Source: an optimization exercise on an open RTL-to-GDS flow (aim: small area, a short achievable clock period and few clock cycles per item). Production flows keep margins and buffers that such runs may drop. For this run, only the layout was checked, not whether the RTL still works. Power figures rest on the tool's default switching activity, not on a simulated workload.

`design/flow/design.v`:
```
module stripe_engine (
  input  wire        clk,
  input  wire        rst,
  input  wire        cmd_valid,
  output wire        cmd_ready,
  input  wire [1:0]  cmd_op,        
  input  wire [4:0]  cmd_dcount,    
  input  wire [21:0] cmd_miss,      
  input  wire        cmd_miss_p,    
  input  wire        cmd_miss_q,    
  input  wire        in_valid,
  output wire        in_ready,
  input  wire [63:0] in_data,
  output wire        res_valid,
  input  wire        res_ready,
  output reg  [2:0]  res_status,
  output reg  [4:0]  res_pos,
  output reg  [63:0] res_p,
  output reg  [63:0] res_q,
  output reg  [63:0] res_dx,
  output reg  [63:0] res_dy
);
  localparam ST_OK = 3'd0, ST_QBAD = 3'd1, ST_PBAD = 3'd2, ST_LOST = 3'd3, ST_DBAD = 3'd4;
  function automatic [7:0] gf_mul(input [7:0] a, input [7:0] b);
    reg [7:0] r, t;
    integer i;
    begin
      r = 8'h00;
      t = a;
      for (i = 0; i < 8; i = i + 1) begin
        if (b[i]) r = r ^ t;
        t = {t[6:0], 1'b0} ^ (t[7] ? 8'h1D : 8'h00);
      end
      gf_mul = r;
    end
  endfunction
  function automatic [7:0] gf_xtime(input [7:0] a);
    gf_xtime = {a[6:0], 1'b0} ^ (a[7] ? 8'h1D : 8'h00);
  endfunction
  function automatic [7:0] gf_xinv(input [7:0] a);
    gf_xinv = {1'b0, a[7:1]} ^ (a[0] ? 8'h8E : 8'h00);
  endfunction
  function automatic [7:0] g_pos(input [4:0] e);
    g_pos =
      (e == 5'd0) ? 8'h01 :
      (e == 5'd1) ? 8'h02 :
      (e == 5'd2) ? 8'h04 :
      (e == 5'd3) ? 8'h08 :
      (e == 5'd4) ? 8'h10 :
      (e == 5'd5) ? 8'h20 :
      (e == 5'd6) ? 8'h40 :
      (e == 5'd7) ? 8'h80 :
      (e == 5'd8) ? 8'h1D :
      (e == 5'd9) ? 8'h3A :
      (e == 5'd10) ? 8'h74 :
      (e == 5'd11) ? 8'hE8 :
      (e == 5'd12) ? 8'hCD :
      (e == 5'd13) ? 8'h87 :
      (e == 5'd14) ? 8'h13 :
      (e == 5'd15) ? 8'h26 :
      (e == 5'd16) ? 8'h4C :
      (e == 5'd17) ? 8'h98 :
      (e == 5'd18) ? 8'h2D :
      (e == 5'd19) ? 8'h5A :
      (e == 5'd20) ? 8'hB4 :
      (e == 5'd21) ? 8'h75 :
      8'h00;
  endfunction
  function automatic [7:0] g_neg(input [4:0] e);
    g_neg =
      (e == 5'd0) ? 8'h01 :
      (e == 5'd1) ? 8'h8E :
      (e == 5'd2) ? 8'h47 :
      (e == 5'd3) ? 8'hAD :
      (e == 5'd4) ? 8'hD8 :
      (e == 5'd5) ? 8'h6C :
      (e == 5'd6) ? 8'h36 :
      (e == 5'd7) ? 8'h1B :
      (e == 5'd8) ? 8'h83 :
      (e == 5'd9) ? 8'hCF :
      (e == 5'd10) ? 8'hE9 :
      (e == 5'd11) ? 8'hFA :
      (e == 5'd12) ? 8'h7D :
      (e == 5'd13) ? 8'hB0 :
      (e == 5'd14) ? 8'h58 :
      (e == 5'd15) ? 8'h2C :
      (e == 5'd16) ? 8'h16 :
      (e == 5'd17) ? 8'h0B :
      (e == 5'd18) ? 8'h8B :
      (e == 5'd19) ? 8'hCB :
      (e == 5'd20) ? 8'hEB :
      (e == 5'd21) ? 8'hFB :
      8'h00;
  endfunction
  function automatic [7:0] g_tinv(input [4:0] e);
    g_tinv =
      (e == 5'd1) ? 8'hF4 :
      (e == 5'd2) ? 8'hA7 :
      (e == 5'd3) ? 8'h9D :
      (e == 5'd4) ? 8'h72 :
      (e == 5'd5) ? 8'hED :
      (e == 5'd6) ? 8'h5F :
      (e == 5'd7) ? 8'h54 :
      (e == 5'd8) ? 8'hA0 :
      (e == 5'd9) ? 8'hA9 :
      (e == 5'd10) ? 8'hFB :
      (e == 5'd11) ? 8'h74 :
      (e == 5'd12) ? 8'h85 :
      (e == 5'd13) ? 8'hE4 :
      (e == 5'd14) ? 8'hC0 :
      (e == 5'd15) ? 8'h8A :
      (e == 5'd16) ? 8'h67 :
      (e == 5'd17) ? 8'hDC :
      (e == 5'd18) ? 8'h26 :
      (e == 5'd19) ? 8'h63 :
      (e == 5'd20) ? 8'hF2 :
      (e == 5'd21) ? 8'hE9 :
      8'h00;
  endfunction
  reg        busy_in;           
  reg        cmd_ready_r;
  reg        in_ready_r;
  reg        rdy_d, rdy_p, rdy_q;   
  reg        gq;                
  reg        rec_r, chk_r;      
  reg [4:0]  n_r;               
  reg [21:0] miss_r;
  reg        mp_r, mq_r;
  reg [4:0]  bcnt;              
  reg [4:0]  xr, yr;            
  reg [1:0]  nd;                
  reg [63:0] pacc, racc;        
  assign cmd_ready = cmd_ready_r;
  assign in_ready  = in_ready_r;
  wire cmd_take  = cmd_valid & cmd_ready_r;
  wire beat_d    = in_valid & rdy_d;
  wire beat_p    = in_valid & rdy_p;
  wire beat_q    = in_valid & rdy_q;
  reg  missing;                  
  reg  last_d;                   
  wire [4:0] bnext = bcnt + 5'd1;
  wire [31:0] miss_x = {10'd0, miss_r};
  wire [1:0] nd_next = (missing && nd != 2'd3) ? nd + 2'd1 : nd;
  reg [63:0] racc_x;
  integer l;
  always @(*) begin
    for (l = 0; l < 8; l = l + 1)
      racc_x[8*l +: 8] = gf_xinv(racc[8*l +: 8]);
  end
  reg        pass;              
  reg        ldone;             
  reg [3:0]  cnt;               
  reg        rv;                
  reg [7:0]  kr, kq, kt;        
  reg        m_gen, m_chk, m_lost, m_c4, m_c5, m_c6, m_c7, m_mp, m_mq;
  reg [4:0]  n_pass;
  reg [7:0]  s_u, s_x;          
  reg        found;             
  reg        bad;
  reg        spnz, sqnz;
  reg        sact;              
  reg [7:0]  st;                
  reg [4:0]  sj;
  reg        xfound;
  reg [4:0]  xpos;
  assign res_valid = rv;
  wire [7:0] lp = res_p[7:0];
  wire [7:0] lq = res_q[7:0];
  wire [7:0] la = res_dx[7:0];
  wire [7:0] lr = res_dy[7:0];
  wire [7:0] tp = res_p[63:56];
  wire [7:0] tq = res_q[63:56];
  wire [7:0] sp  = lp ^ la;
  wire [7:0] mr  = gf_mul(kr, lr);
  wire [7:0] sq  = lq ^ mr;
  wire [7:0] opq = m_c5 ? sp : m_chk ? tp : lq;
  wire [7:0] mq  = gf_mul(kq, opq);
  wire [7:0] opt = m_chk ? tq : s_u;
  wire [7:0] mt  = gf_mul(kt, opt);
  reg [7:0] np, nq, x1;
  always @(*) begin
    np = 8'd0; nq = 8'd0; x1 = 8'd0;
    if (m_gen) begin
      np = la; nq = mr;
    end else if (m_chk) begin
      np = sp; nq = sq;
    end else if (m_c4) begin
      np = m_mp ? la : lp;
      nq = m_mq ? mr : lq;
    end else if (m_c5) begin
      np = lp;
      nq = m_mq ? (mr ^ mq) : lq;
      x1 = sp;
    end else if (m_c6) begin
      x1 = mq ^ mr;
      np = la ^ mq ^ mr;
      nq = lq;
    end else if (m_c7) begin
      np = lp; nq = lq;
      x1 = sp;
    end
  end
  wire [7:0] nx = m_c7 ? (s_x ^ mt) : s_x;
  wire [7:0] ny = m_c7 ? mt : 8'd0;
  wire [7:0] st1 = gf_xtime(st);
  wire [7:0] st2 = gf_xtime(st1);
  wire [7:0] st3 = gf_xtime(st2);
  wire [7:0] st4 = gf_xtime(st3);
  wire h0 = (st  == kq) && (sj        < n_pass);
  wire h1 = (st1 == kq) && (sj + 5'd1 < n_pass);
  wire h2 = (st2 == kq) && (sj + 5'd2 < n_pass);
  wire h3 = (st3 == kq) && (sj + 5'd3 < n_pass);
  wire [2:0] nlost = {1'b0, nd} + {2'b00, mp_r} + {2'b00, mq_r};
  wire s_lost = rec_r & (nlost > 3'd2);
  wire s_c4 = rec_r & ~s_lost & (nd == 2'd0);
  wire s_c5 = rec_r & ~s_lost & (nd == 2'd1) & ~mp_r;
  wire s_c6 = rec_r & ~s_lost & (nd == 2'd1) & mp_r;
  wire s_c7 = rec_r & ~s_lost & (nd == 2'd2);
  wire [4:0] e_r = (s_c6 | s_c7) ? (n_r - 5'd1 - xr) : (n_r - 5'd1);
  wire idle_next = ~pass & ~(rv & ~res_ready);
  always @(posedge clk) begin
    if (rst) begin
      busy_in     <= 1'b0;
      cmd_ready_r <= 1'b1;
      in_ready_r  <= 1'b0;
      rdy_d       <= 1'b0;
      gq          <= 1'b0;
      rdy_p       <= 1'b0;
      rdy_q       <= 1'b0;
      pass        <= 1'b0;
      rv          <= 1'b0;
    end else begin
      if (cmd_take) begin
        busy_in     <= 1'b1;
        cmd_ready_r <= 1'b0;
        in_ready_r  <= 1'b1;
        rdy_d       <= 1'b1;
        gq          <= ~((cmd_op == 2'd1) & cmd_miss[0]);
      end
      if (beat_d)
        gq <= ~last_d & ~(rec_r & miss_x[bnext]);
      if (beat_d & last_d) begin
        rdy_d      <= 1'b0;
        in_ready_r <= idle_next;
        rdy_p      <= idle_next;
      end
      if (busy_in & ~rdy_d & ~rdy_q & ~in_ready_r) begin
        in_ready_r <= idle_next;
        rdy_p      <= idle_next;
      end
      if (beat_p) begin
        rdy_p <= 1'b0;
        rdy_q <= 1'b1;
      end
      if (beat_q) begin
        rdy_q       <= 1'b0;
        busy_in     <= 1'b0;
        cmd_ready_r <= 1'b1;
        in_ready_r  <= 1'b0;
        pass        <= 1'b1;
      end
      if (pass && !ldone && cnt == 4'd8 && !m_chk) begin
        pass <= 1'b0;
        rv   <= 1'b1;
      end
      if (pass && ldone && !sact) begin
        pass <= 1'b0;
        rv   <= 1'b1;
      end
      if (rv && res_ready)
        rv <= 1'b0;
    end
  end
  always @(posedge clk) begin
    if (cmd_ready_r) begin
      rec_r   <= (cmd_op == 2'd1);
      chk_r   <= (cmd_op == 2'd2);
      n_r     <= cmd_dcount;
      miss_r  <= cmd_miss;
      mp_r    <= cmd_miss_p;
      mq_r    <= cmd_miss_q;
      bcnt    <= 5'd0;
      nd      <= 2'd0;
      missing <= (cmd_op == 2'd1) & cmd_miss[0];
      last_d  <= (cmd_dcount == 5'd1);
    end
    if (beat_d) begin
      bcnt    <= bnext;
      nd      <= nd_next;
      missing <= rec_r & miss_x[bnext];
      last_d  <= (bnext == n_r - 5'd1);
    end
    if (rdy_d && missing && nd == 2'd0) xr <= bcnt;
    if (rdy_d && missing && nd == 2'd1) yr <= bcnt;
  end
  always @(posedge clk) begin
    if (rdy_q) begin
      ldone  <= 1'b0;
      cnt    <= 4'd0;
      m_gen  <= ~rec_r & ~chk_r;
      m_chk  <= chk_r;
      m_lost <= s_lost;
      m_c4   <= s_c4;
      m_c5   <= s_c5;
      m_c6   <= s_c6;
      m_c7   <= s_c7;
      m_mp   <= mp_r;
      m_mq   <= mq_r;
      n_pass <= n_r;
      kr     <= g_pos(e_r);
      kq     <= s_c5 ? g_pos(xr) : g_neg(xr);
      kt     <= g_tinv(yr - xr);
      found  <= 1'b0;
      bad    <= 1'b0;
      spnz   <= 1'b0;
      sqnz   <= 1'b0;
      sact   <= 1'b0;
      xfound <= 1'b0;
    end else if (pass) begin
      if (!ldone) begin
        cnt <= cnt + 4'd1;
        if (cnt == 4'd8) begin
          ldone <= 1'b1;
          if (!m_chk) begin
            res_pos    <= 5'd0;
            res_status <= m_lost ? ST_LOST : ST_OK;
          end
        end
        if (m_chk && cnt != 4'd0) begin
          if (tp != 8'd0) spnz <= 1'b1;
          if (tq != 8'd0) sqnz <= 1'b1;
          if (!found) begin
            if (tp != 8'd0) begin
              found <= 1'b1;
              kt    <= tp;
              kq    <= tq;
              st    <= tp;
              sj    <= 5'd0;
              sact  <= 1'b1;
            end else if (tq != 8'd0) begin
              bad <= 1'b1;
            end
          end else if (mt != mq) begin
            bad <= 1'b1;
          end
        end
      end
      if (sact) begin
        if (h0 | h1 | h2 | h3) begin
          xfound <= 1'b1;
          xpos   <= h0 ? sj : h1 ? sj + 5'd1 : h2 ? sj + 5'd2 : sj + 5'd3;
          sact   <= 1'b0;
        end else if (sj + 5'd4 >= n_pass) begin
          sact   <= 1'b0;
        end
        st <= st4;
        sj <= sj + 5'd4;
      end
      if (ldone && !sact) begin
        res_pos <= 5'd0;
        if (!spnz && !sqnz)      res_status <= ST_OK;
        else if (!spnz)          res_status <= ST_QBAD;
        else if (!sqnz)          res_status <= ST_PBAD;
        else if (!bad && xfound) begin
          res_status <= ST_DBAD;
          res_pos    <= xpos;
        end else                 res_status <= ST_LOST;
      end
    end
  end
  wire [63:0] gd = in_data & {64{in_valid & gq}};
  always @(posedge clk) begin
    if (cmd_ready_r) begin
      pacc <= 64'd0;
      racc <= 64'd0;
    end else begin
      pacc <= pacc ^ gd;
      racc <= racc ^ ({64{beat_d}} & (racc_x ^ racc)) ^ gd;
    end
  end
  always @(posedge clk) begin
    s_u <= sp ^ mq ^ mr;
    s_x <= x1;
  end
  always @(posedge clk) begin
    if (rdy_p) begin
      res_p  <= in_data;
      res_dx <= pacc;
      res_dy <= racc;
    end
    if (rdy_q)
      res_q  <= in_data;
    if (pass && !ldone && cnt != 4'd8) begin
      res_p <= {np, res_p[63:8]};
      res_q <= {nq, res_q[63:8]};
    end
    if (pass && !ldone) begin
      res_dx <= {nx, res_dx[63:8]};
      res_dy <= {ny, res_dy[63:8]};
    end
  end
endmodule
```
`design/flow/flow/run.sh`:
```
#!/bin/bash
# Standard ORFS layout with a tighter repair target; every port gets a
# buffer: buf_1 on the outputs, buf_2 on the inputs.
set -euo pipefail
here=$(pwd)
bash standard.sh SETUP_SLACK_MARGIN=10.6 \
  "PRE_GLOBAL_PLACE_TCL=$here/flow/pre_gpl.tcl" \
  "BUFFER_PORTS_ARGS=-inputs -buffer_cell sky130_fd_sc_hd__buf_2" finish > orfs_make.log 2>&1
```
`design/flow/flow/pre_gpl.tcl`:
```
# output ports get the smallest buffer; the inputs are buffered right after
buffer_ports -outputs -buffer_cell sky130_fd_sc_hd__buf_1
```
`design/flow/standard.sh`:
```
#!/bin/bash
# synth_recipe.tcl (not shown) runs the flow's synth.tcl, then flattens the netlist and writes it again
# the make line also repeats each setting of config.mk as NAME=value (left out here)
make -C /OpenROAD-flow-scripts/flow DESIGN_CONFIG=/design/flow/config.mk WORK_HOME=/design/flow/orfs CLKGATE_MAP_FILE= SYNTH_SCRIPT=/design/flow/synth_recipe.tcl "${@:-finish}"
```
`design/flow/config.mk`:
```
export PLATFORM = sky130hd
export DESIGN_NAME = stripe_engine
export DESIGN_NICKNAME = stripe_engine
export VERILOG_FILES = /design/flow/design.v
export SDC_FILE = /design/flow/constraint.sdc
export NUM_CORES = 4
export LEC_CHECK = 0
export CAP_MARGIN = 20
export CORE_MARGIN = 2
export CORE_UTILIZATION = 65
export CTS_CLUSTER_DIAMETER = 70
export CTS_CLUSTER_SIZE = 34
export PLACE_DENSITY = 0.75
export SLEW_MARGIN = 20
```
`design/flow/constraint.sdc`:
```
create_clock -name core_clock -period 15.0 [get_ports {clk}]
set_input_delay 3.0000 -clock core_clock [delete_from_list [all_inputs] [get_ports {clk}]]
set_output_delay 3.0000 -clock core_clock [all_outputs]
set_load 0.01 [all_outputs]
```
==> flow_summary_export.csv <==
group,metric,value,unit
route,drt_iter0_drc,2823,
placed_design,place_congestion,1.06,
critical_path,critPathLaunchType,"flip-flop",
global_routing,grt_pass1_vias,22900,
route,routed-via-count,24200,
job,maxCapViolations,0,
logic_synthesis,post-synth-top-area-cell,"edfxtp_1",
logic_synthesis,syn_area,29700,µm²
floorplan,core_area,45300,µm²
floorplan,die_area,47400,µm²
cts,cts_made_buffers,34,
logic_synthesis,postSynthAreaPerCell,9.22,µm²
cts,clk_pin_slew_worst_paths,0.08,ns
cts,cts_hold_buf,0,
sta,rsz0062_at_grt,"yes",
sta,final-max-slew-violation-count,0,
global_routing,track_usage,41.7,%
power_and_ir_drop,cellPowerDensity,121,nW/µm²
placed_design,placedCellCount,3741,
cts,cts_root_buf,"clkbuf_16",
sta,hold_viol,0,
placed_design,io_buffers,366,
logic_synthesis,synth_most_common_cell,"nand2_1",
logic_synthesis,ys_warn_count,1,
logic_synthesis,synthDistinctLibCells,76,
critical_path,cp_max_fo,6,
cts,htreeDepth,2,
route,drc,0,
placed_design,post-dp-hpwl,72.2,mm
run_status,status,"finished clean",
worst_hold_path,whs_path_depth,0,
cts,cts_tree,"done",
critical_path,r2r_slack,10.77,ns
route,via_per_inst,6.34,
cts,cts_sinks,532,
floorplan,die_h,218,µm
logic_synthesis,synth_common_cells,"nand2_1, edfxtp_1, nor2_1",
power_and_ir_drop,peakVddDrop,110,µV
critical_path,end_kind,"output port",
finish,drive_gt1_share,8.08,%
sta,layout_min_cycle_time,4.49,ns
finish,fill_cells,3523,
floorplan,initial_core_util,65.6,%
floorplan,die_w,218,µm
critical_path,path_class,"reg -> out",
critical_path,worstPathArrival,1.49,ns
sta,setup_viol,0,
logic_synthesis,synth_cells,3224,
critical_path,r2r_end,"res_q[57]$_DFFE_PP_",
sta,relSlewSlack,26.5,%
critical_path,crit_required,12.00,ns
sta,tightestPinTransition,1.10,ns
finish,final_nets,3307,
global_routing,grt_pass1_wl,147,mm
finish,syn_to_final_growth,6.81,%
logic_synthesis,synth_flop_cell,"edfxtp_1",
route,drt_wl_total,99.4,mm
route,dr.pass1.iters,5,
logic_synthesis,synth.area.top_cells,"edfxtp_1, nand2_1, dfxtp_1, xnor2_1, xor2_1",
cts,ctsLongestPathBuffers,3,
sta,finalCritPeriodShare,29.9,%
sta,tns,0,ns
logic_synthesis,synth_seq_area_share,48.2,%
logic_synthesis,ys_ff_latch,532,
floorplan,pin_count,367,
finish,fin_cells,3808,
global_routing,gr-total-overflow,0,
worst_hold_path,hold_end,"n_pass[4]$_DFFE_PP_",
cts,clock_latency,0.61,ns
logic_synthesis,netlist.area_leader.share,37.2,%
worst_hold_path,hp-class,"reg -> reg",
logic_synthesis,synth-async-reset-ratio,0,%
critical_path,reg2regPathDepth,5,
route,ant_nets,0,
power_and_ir_drop,power_leakage,12.3,nW
global_routing,antenna_found_initial,9,
route,wire_per_inst,26.1,µm
logic_synthesis,synth_fp_nets,3352,
critical_path,r2r-start,"pass$_SDFFE_PP0P_",
sta,finClkSkew,0.0621,ns
worst_hold_path,min_from,"n_r[4]$_DFFE_PP_",
floorplan,rows,78,
sta,fmax,223,MHz
logic_synthesis,synth_edf_count,368,
global_routing,grt_max_degree,87,
-- cell type report --
class                   instances  area, µm²  area share (%)
diodes                          4       10.0          0.0315
clock buffers                  36        880            2.77
clock inverters                25        407            1.28
inverters                      45        169           0.532
multi-input cells            2437      14500            45.6
flip-flops and latches        532      14300            45.2
well taps                     600        751            2.37
repair buffers                129        724            2.28
-- logic make-up (layout without fill, tap and decap cells) --
| family | count (synthesis) | after routing | synth area share [%] |
|---|---|---|---|
| compound gates | 443 | 443 | 9.29 |
| buf+inv | 255 | 235 | 3.41 |
| other cells | 0 | 4 | 0 |
| flops | 532 | 532 | 48.2 |
| fa+ha+maj | 28 | 28 | 1.25 |
| xor+xnor | 478 | 478 | 15.0 |
| simple gates | 1376 | 1376 | 18.6 |
| mux | 112 | 112 | 4.18 |
-- layout by cell type, fill, tap and decap left out, types with 28 or more instances in the layout --
cell type and count:
edfxtp_1 368, nor2_1 313, buf_2 99, inv_1 43, xnor2_1 294, dfxtp_1 162
nand2_1 883, o21ai_0 113, clkbuf_16 35, nor3_1 31, buf_4 29, mux2i_1 74
mux2_2 28, a21oi_1 141, nand3_1 42, xor2_1 162
-- metrics by stage --
step	util, %	worst slack, ns	cell area, µm²	hold slack (ns)	power (mW)
floorplan	-	10.65	29700	0.427	2.44
global placement	67.1	10.30	30400	0.448	2.70
detailed placement	67.1	10.20	30400	0.466	2.72
CTS	70.0	10.55	31700	0.481	3.82
global route	70.1	10.56	31700	0.503	3.96
finish	70.1	10.51	31700	0.493	3.84
-- registers in the layout, summed over array words and instances (netlist names), 8 cells and up --
| name | cells |
|---|---|
| res_p | 64 |
| racc | 64 |
| res_q | 64 |
| res_dy | 64 |
| kq | 8 |
| s_u | 8 |
| miss_r | 22 |
| kr | 8 |
| res_dx | 64 |
| s_x | 8 |
| st | 8 |
| kt | 8 |
| pacc | 64 |
-- metal layers --
metal | up-vias | track usage (%) | wire, µm
met2 | 1485 | 63.7 | 44500
met1 | 11600 | 54.1 | 36900
met5 | - | 0 | 80
li1 | 10800 | - | -
met4 | 10 | 23.9 | 6440
met3 | 281 | 10.6 | 11400
-- worst max-delay path by stage --
| stage | start | to | slack [ns] | depth (start not counted) |
|---|---|---|---|---|
| after floorplan | in_valid | racc[32]$_SDFF_PP0_ | 10.65 | 6 |
| after global placement | in_valid | racc[44]$_SDFF_PP0_ | 10.30 | 6 |
| after detailed placement | in_valid | racc[43]$_SDFF_PP0_ | 10.20 | 6 |
| after CTS | res_p[57]$_DFFE_PP_ | res_p[57] | 10.55 | 0 |
| after global routing | res_p[57]$_DFFE_PP_ | res_p[57] | 10.56 | 0 |
| final | res_p[57]$_DFFE_PP_ | res_p[57] | 10.51 | 0 |
-- timing repair --
| item | CTS | global route |
|---|---|---|
| resized for setup | 1 | 1 |
| endpoints found under the setup margin | 4 | 6 |
| setup buffers | 0 | 2 |
-- power breakdown --
part	switching [mW]	total [mW]	leakage [nW]	internal, mW
clock network	0.601	1.11	0.617	0.514
registers	0.139	1.82	4.77	1.68
logic	0.559	0.907	6.86	0.347

## static timing again, ports no longer ideal
The results above use ideal ports. As a check the final layout listed here was re-extracted and re-timed, cells and wires unchanged.
Step 1, drivers: a clkbuf_16 drives clk and a buf_2 each remaining input, both assumed.
Step 2, shift: input delay + t, output delay - t, t = (earliest + latest rising clock arrival at the registers) / 2. This alone moves slack from input paths to output paths.
Three values: no drivers, after step 1, after step 2; two values: the first two.
t, ns: 0.643
setup slack, ns: 10.514 / 10.453 / 10.098
worst setup path at the end: input to register
worst register clock-pin slew, ns: 0.12 / 0.12
worst slew at a driven data input, ns: 0.09
After both steps this run still meets setup and hold. For this run, drivers alone change the setup slack by -0.061 ns; drivers and shift together by -0.416 ns.
